Source: an optimization exercise on an open RTL-to-GDS flow (aim: small area, a short achievable clock period and few clock cycles per item). Production flows keep margins and buffers that such runs may drop.
The RTL was checked by simulation tests, not by an equivalence proof against the original design.
Power and IR drop assume default switching activity.

==> inputs of 10-11 <==
Design srv_axis, start of the top module:
module srv_axis (
    input  wire        clk,
    input  wire        rst,
    input  wire        start,
    output reg         ready,
    output reg         done,
    input  wire        y_valid,
    input  wire        loop_start,
    input  wire [31:0] r,
    input  wire [31:0] y,
    input  wire [31:0] ul,
    input  wire        bq1_en,
    input  wire        bq2_en,
    input  wire        ff_en,
    input  wire [31:0] kp,
    input  wire [31:0] ki,
    input  wire [31:0] kd,
    input  wire [4:0]  sh_kp,
    input  wire [4:0]  sh_ki,
    input  wire [4:0]  sh_kd,
    input  wire [30:0] ilim,
    input  wire [22:0] out_lim,
    input  wire [31:0] kvf,
    input  wire [31:0] kaf,
    input  wire [4:0]  sh_kvf,
    input  wire [4:0]  sh_kaf,
    input  wire [159:0] bq1_coef,
    input  wire [24:0]  bq1_shift,
    input  wire [159:0] bq2_coef,
    input  wire [24:0]  bq2_shift,
    input  wire [191:0] pm_coef,
    input  wire [29:0]  pm_shift,
    input  wire [31:0]  pm_rest,
    input  wire [23:0]  pm_tol,
    input  wire [7:0]   pm_count,
    output reg  [23:0] u,
    output wire [31:0] mon_e,
    output reg  [31:0] mon_i,
    output reg  [31:0] res,
    output reg         res_tested,
    output reg         arith_sat,
    output reg         i_sat,
    output reg         i_swap,
    output reg         out_sat,
    output reg         plaus
);
clock: 25.0 ns
lec_check: 0
abc_area: 1
cap_margin: 40
core_margin: 2
core_utilization: 30
slew_margin: 60
run.sh (not shown) runs the stock make flow with config.mk's settings and CLKGATE_MAP_FILE= SYNTH_SCRIPT=/design/flow/synth_recipe.tcl, a recipe that flattens the netlist after the stock synthesis.
==> inputs of 09-07, as changes to 10-11 <==
--- a/flow/design.v
+++ b/flow/design.v
@@ -64,16 +64,17 @@
     reg        pre, chk;
     reg [4:0]  skr;      
     reg [4:0]  t;
     reg [4:0]  vsel;
     reg        ls, ffon, in1, in2, coast;
     reg [31:0] sy, sr, er, vr, tr;
     reg [30:0] ilr;      
     reg [22:0] olr;
+    reg [23:0] tlr;
     reg        rst_r;    
     reg [32:0] cw;       
     wire [31:0] c = cw[31:0];
     reg [35:0] acc0, acc1;
     assign mon_e = ep;
     function [4:0] iop0;
         input [4:0] vv;
         input [4:0] tt;
@@ -723,43 +724,33 @@
     wire [32:0] aop1  = hp1 ? {plo1[47], plo1[47:16]} : 33'd0;
     wire [47:0] mus1, muc1;
     srv_mucs mu_1 (.x(xop1), .win(win1), .A(aop1), .S(mus1), .C(muc1));
     wire [47:0] cpa1  = ms1 + mc1;    
     wire stall = (wide0 && !hp0) || (wide1 && !hp1);
     assign adv = run && !pre && !chg1 && !stall;
     reg        useq0, qop0;
     wire [63:0] pin0 = useq0 ? {33'd0, ql} : pw0 ? {cpa0, plo0[15:0]} : {{16{cpa0[47]}}, cpa0};
-    wire [63:0] shv0 = $signed(pin0) >>> ps0;
-    wire        rb0  = (ps0 == 5'd0 || qop0) ? 1'b0 : pin0[ps0 - 5'd1];
-    reg         fits0;
-    integer     k0;
-    always @(*) begin
-        fits0 = 1'b1;
-        for (k0 = 32; k0 < 64; k0 = k0 + 1)
-            if ((k0 >= {27'd0, ps0} + 32) && (pin0[k0] != pin0[63])) fits0 = 1'b0;
-    end
-    wire [32:0] sh0 = shv0[32:0];
+    wire [64:0] shw0 = $signed({pin0, 1'b0}) >>> ps0;
+    wire [32:0] sh0 = shw0[33:1];
+    wire        rb0  = shw0[0] && !qop0;
+    wire [31:0] th0  = ~(32'hffffffff << ps0);
+    wire        fits0 = &(~(pin0[63:32] ^ {32{pin0[63]}}) | th0);
     wire        l1_0 = &sh0[30:0];
     wire        ovh0 = !qop0 && !pin0[63] && (!fits0 || sh0[31] || (l1_0 && rb0));
     wire        ovl0 = !qop0 && pin0[63] && (!fits0 || (!sh0[31] && !(l1_0 && rb0)));
     reg         fits2_0, sgn2_0;
     reg  [30:0] frac2_0;
     wire [30:0] qmask0 = ~(31'h7fffffff << ps0);
     wire [63:0] pin1 = pw1 ? {cpa1, plo1[15:0]} : {{16{cpa1[47]}}, cpa1};
-    wire [63:0] shv1 = $signed(pin1) >>> ps1;
-    wire        rb1  = (ps1 == 5'd0) ? 1'b0 : pin1[ps1 - 5'd1];
-    reg         fits1;
-    integer     k1;
-    always @(*) begin
-        fits1 = 1'b1;
-        for (k1 = 32; k1 < 64; k1 = k1 + 1)
-            if ((k1 >= {27'd0, ps1} + 32) && (pin1[k1] != pin1[63])) fits1 = 1'b0;
-    end
-    wire [32:0] sh1 = shv1[32:0];
+    wire [64:0] shw1 = $signed({pin1, 1'b0}) >>> ps1;
+    wire [32:0] sh1 = shw1[33:1];
+    wire        rb1  = shw1[0];
+    wire [31:0] th1  = ~(32'hffffffff << ps1);
+    wire        fits1 = &(~(pin1[63:32] ^ {32{pin1[63]}}) | th1);
     wire        l1_1 = &sh1[30:0];
     wire        ovh1 = !pin1[63] && (!fits1 || sh1[31] || (l1_1 && rb1));
     wire        ovl1 = pin1[63] && (!fits1 || (!sh1[31] && !(l1_1 && rb1)));
     reg [10:0] bs0;    
     reg [14:0] ds0;    
     reg        sub0, sat0;
     reg        gf0;   
     function [28:0] pdec0;    
@@ -868,17 +859,17 @@
     endfunction
     function [2:0] onehotB;
         input [2:0] x;
         begin
             onehotB = (x == 3'd0) ? 3'd0 : (3'd1 << (x - 3'd1));
         end
     endfunction
     wire [32:0] res_x   = {res[31], res};
-    wire [32:0] tol_x   = {9'd0, pm_tol};
+    wire [32:0] tol_x   = {9'd0, tlr};
     wire        res_big = ($signed(res_x) > $signed(tol_x)) || !($signed(res_x) > $signed(~tol_x));
     wire [33:0] c34  = {{2{c[31]}}, c};
     wire [33:0] f34  = ffon ? {{2{sr[31]}}, sr} : 34'd0;
     wire [33:0] l34  = {11'd0, olr};
     wire [33:0] nl34 = ~l34;
     wire [33:0] w_hs = (c34 ^ f34 ^ nl34) + {((c34[32:0] & f34[32:0]) | (nl34[32:0] & (c34[32:0] ^ f34[32:0]))), 1'b0};    
     wire [33:0] w_ls = (c34 ^ f34 ^ l34) + {((c34[32:0] & f34[32:0]) | (l34[32:0] & (c34[32:0] ^ f34[32:0]))), 1'b0};      
     wire        w_hi = !w_hs[33];
@@ -886,16 +877,17 @@
     wire [23:0] u_v  = w_hi ? {1'b0, olr} : w_lo ? (24'd0 - {1'b0, olr}) : rB[23:0];
     wire        osat = w_hi || w_lo;
     wire        e_pos = !er[31] && (er != 32'd0);
     wire        integ = !((w_hi && e_pos) || (w_lo && er[31]));
     always @(posedge clk) begin
         rst_r <= rst;
         ilr <= ilim;
         olr <= out_lim;
+        tlr <= pm_tol;
         skr <= sh_ki;
         begin
             done <= 1'b0;
             if (ready) begin
                 sy <= y;
                 sr <= r;
                 {cs0, cr0} <= coef0(5'd3);
                 xs0 <= xsel0(5'd3, 1'b0, 1'b0);
Settings changed: ABC_AREA 1 to unset.
==> notes <==
Between 09-07 and 10-11, the lower worst hold slack is in 10-11 (gap 0.031 ns). In 10-11 the non-clock buffer count is lower than in 09-07, by 88. Between 10-11 and 09-07, the lower sequential power is in 10-11 (gap about 4%, measured against 09-07). In 10-11 the synthesized cell count is larger than in 09-07, by about 20%. Between 09-07 and 10-11, the lower flip-flop and latch count is in 10-11 (gap 24). In final area, 09-07 and 10-11 hardly differ. Between 10-11 and 09-07, the lower cell count is in 09-07 (gap 15%, measured against 09-07). In die area, 09-07 and 10-11 hardly differ.
Testbench counts of 10-11, summed over its fixed seeds: cycles 26,969, steps 1,920.
Testbench counts of 09-07, summed over its fixed seeds: cycles 26,969, steps 1,920.


==> inputs of try-raven <==
srv_axis, a different RTL version from the one above (not shown whole).
Design srv_axis, start of the top module:
module srv_axis (
    input  wire        clk,
    input  wire        rst,
    input  wire        start,
    output reg         ready,
    output reg         done,
    input  wire        y_valid,
    input  wire        loop_start,
    input  wire [31:0] r,
    input  wire [31:0] y,
    input  wire [31:0] ul,
    input  wire        bq1_en,
    input  wire        bq2_en,
    input  wire        ff_en,
    input  wire [31:0] kp,
    input  wire [31:0] ki,
    input  wire [31:0] kd,
    input  wire [4:0]  sh_kp,
    input  wire [4:0]  sh_ki,
    input  wire [4:0]  sh_kd,
    input  wire [30:0] ilim,
    input  wire [22:0] out_lim,
    input  wire [31:0] kvf,
    input  wire [31:0] kaf,
    input  wire [4:0]  sh_kvf,
    input  wire [4:0]  sh_kaf,
    input  wire [159:0] bq1_coef,
    input  wire [24:0]  bq1_shift,
    input  wire [159:0] bq2_coef,
    input  wire [24:0]  bq2_shift,
    input  wire [191:0] pm_coef,
    input  wire [29:0]  pm_shift,
    input  wire [31:0]  pm_rest,
    input  wire [23:0]  pm_tol,
    input  wire [7:0]   pm_count,
    output reg  [23:0] u,
    output wire [31:0] mon_e,
    output reg  [31:0] mon_i,
    output reg  [31:0] res,
    output reg         res_tested,
    output reg         arith_sat,
    output reg         i_sat,
    output reg         i_swap,
    output reg         out_sat,
    output reg         plaus
);
    function [32:0] sat33;
        input [32:0] s;
        begin
            if (s[32] != s[31]) sat33 = {1'b1, s[32] ? 32'h80000000 : 32'h7fffffff};
            else                sat33 = {1'b0, s[31:0]};
        end
    endfunction
    reg [31:0] rp, vp, ep, mp, ic;
  ...
Settings: LEC_CHECK=0, CAP_MARGIN=50, CORE_MARGIN=2, CORE_UTILIZATION=30, SLEW_MARGIN=70; clock period 25.0 ns.
==> inputs of try-indigo, as changes to try-raven <==
--- a/flow/config.mk
+++ b/flow/config.mk
@@ -7,5 +7,6 @@
 export LEC_CHECK = 0
-export CAP_MARGIN = 50
+export ABC_AREA = 1
+export CAP_MARGIN = 40
 export CORE_MARGIN = 2
 export CORE_UTILIZATION = 30
-export SLEW_MARGIN = 70
+export SLEW_MARGIN = 60
==> results.txt <==
- In clock power, try-indigo and try-raven hardly differ.
- In try-indigo the combinational power is smaller than in try-raven, by 21%.
- Flip-flop and latch count is the same in try-raven and try-indigo.
- Die area: try-raven is higher than try-indigo (about 0.6%).
- In try-indigo the final area is lower than in try-raven, by about 5.3%.
- Maximum frequency: try-indigo is smaller than try-raven (0.21%).
- Via count: try-raven is higher than try-indigo (about 2%).
- Of try-raven and try-indigo, try-raven has the higher synthesized area (gap 0.61%, measured against try-indigo).
- In try-raven the hold slack is higher than in try-indigo, by 0.0050 ns.
- Of try-indigo and try-raven, try-indigo has the higher synthesized cell count (gap 18%, measured against try-raven).
Testbench counts of try-raven, summed over its fixed seeds: cycles 26,969, steps 1,920.
Testbench counts of try-indigo, summed over its fixed seeds: cycles 26,969, steps 1,920.

afterwards: timing with drivers on the ports:
In the flow no input, the clock included, has a driving cell. The finished layouts below were timed again as built, in two steps.
Step 1 sets driving cells, clkbuf_16 on the clock port and buf_2 on the other inputs (assumed; they add their load-dependent delay and slew).
Step 2 also shifts input and output timing later by t, the mid clock arrival at the registers, as if the neighbouring blocks saw the same clock.
Three values: no drivers, after step 1, after step 2; two values: the first two.
run	t (ns)	slack for setup (ns)	clock arrival spread, ns	slew at the worst register clock pin (ns)
10-11	1.071	16.438 / 16.450 / 15.379	0.135 / 0.136	0.07 / 0.07
09-07	1.075	17.336 / 17.217 / 17.483	0.187 / 0.187	0.08 / 0.08
try-raven	1.138	17.571 / 17.429 / 17.775	0.138 / 0.138	0.07 / 0.07
try-indigo	1.046	17.555 / 17.455 / 17.468	0.081 / 0.081	0.07 / 0.07
After both steps setup and hold are still met in every run listed. The setup slack of 10-11, which loses most, moves by +0.012 ns with the drivers and by -1.059 ns with both steps.
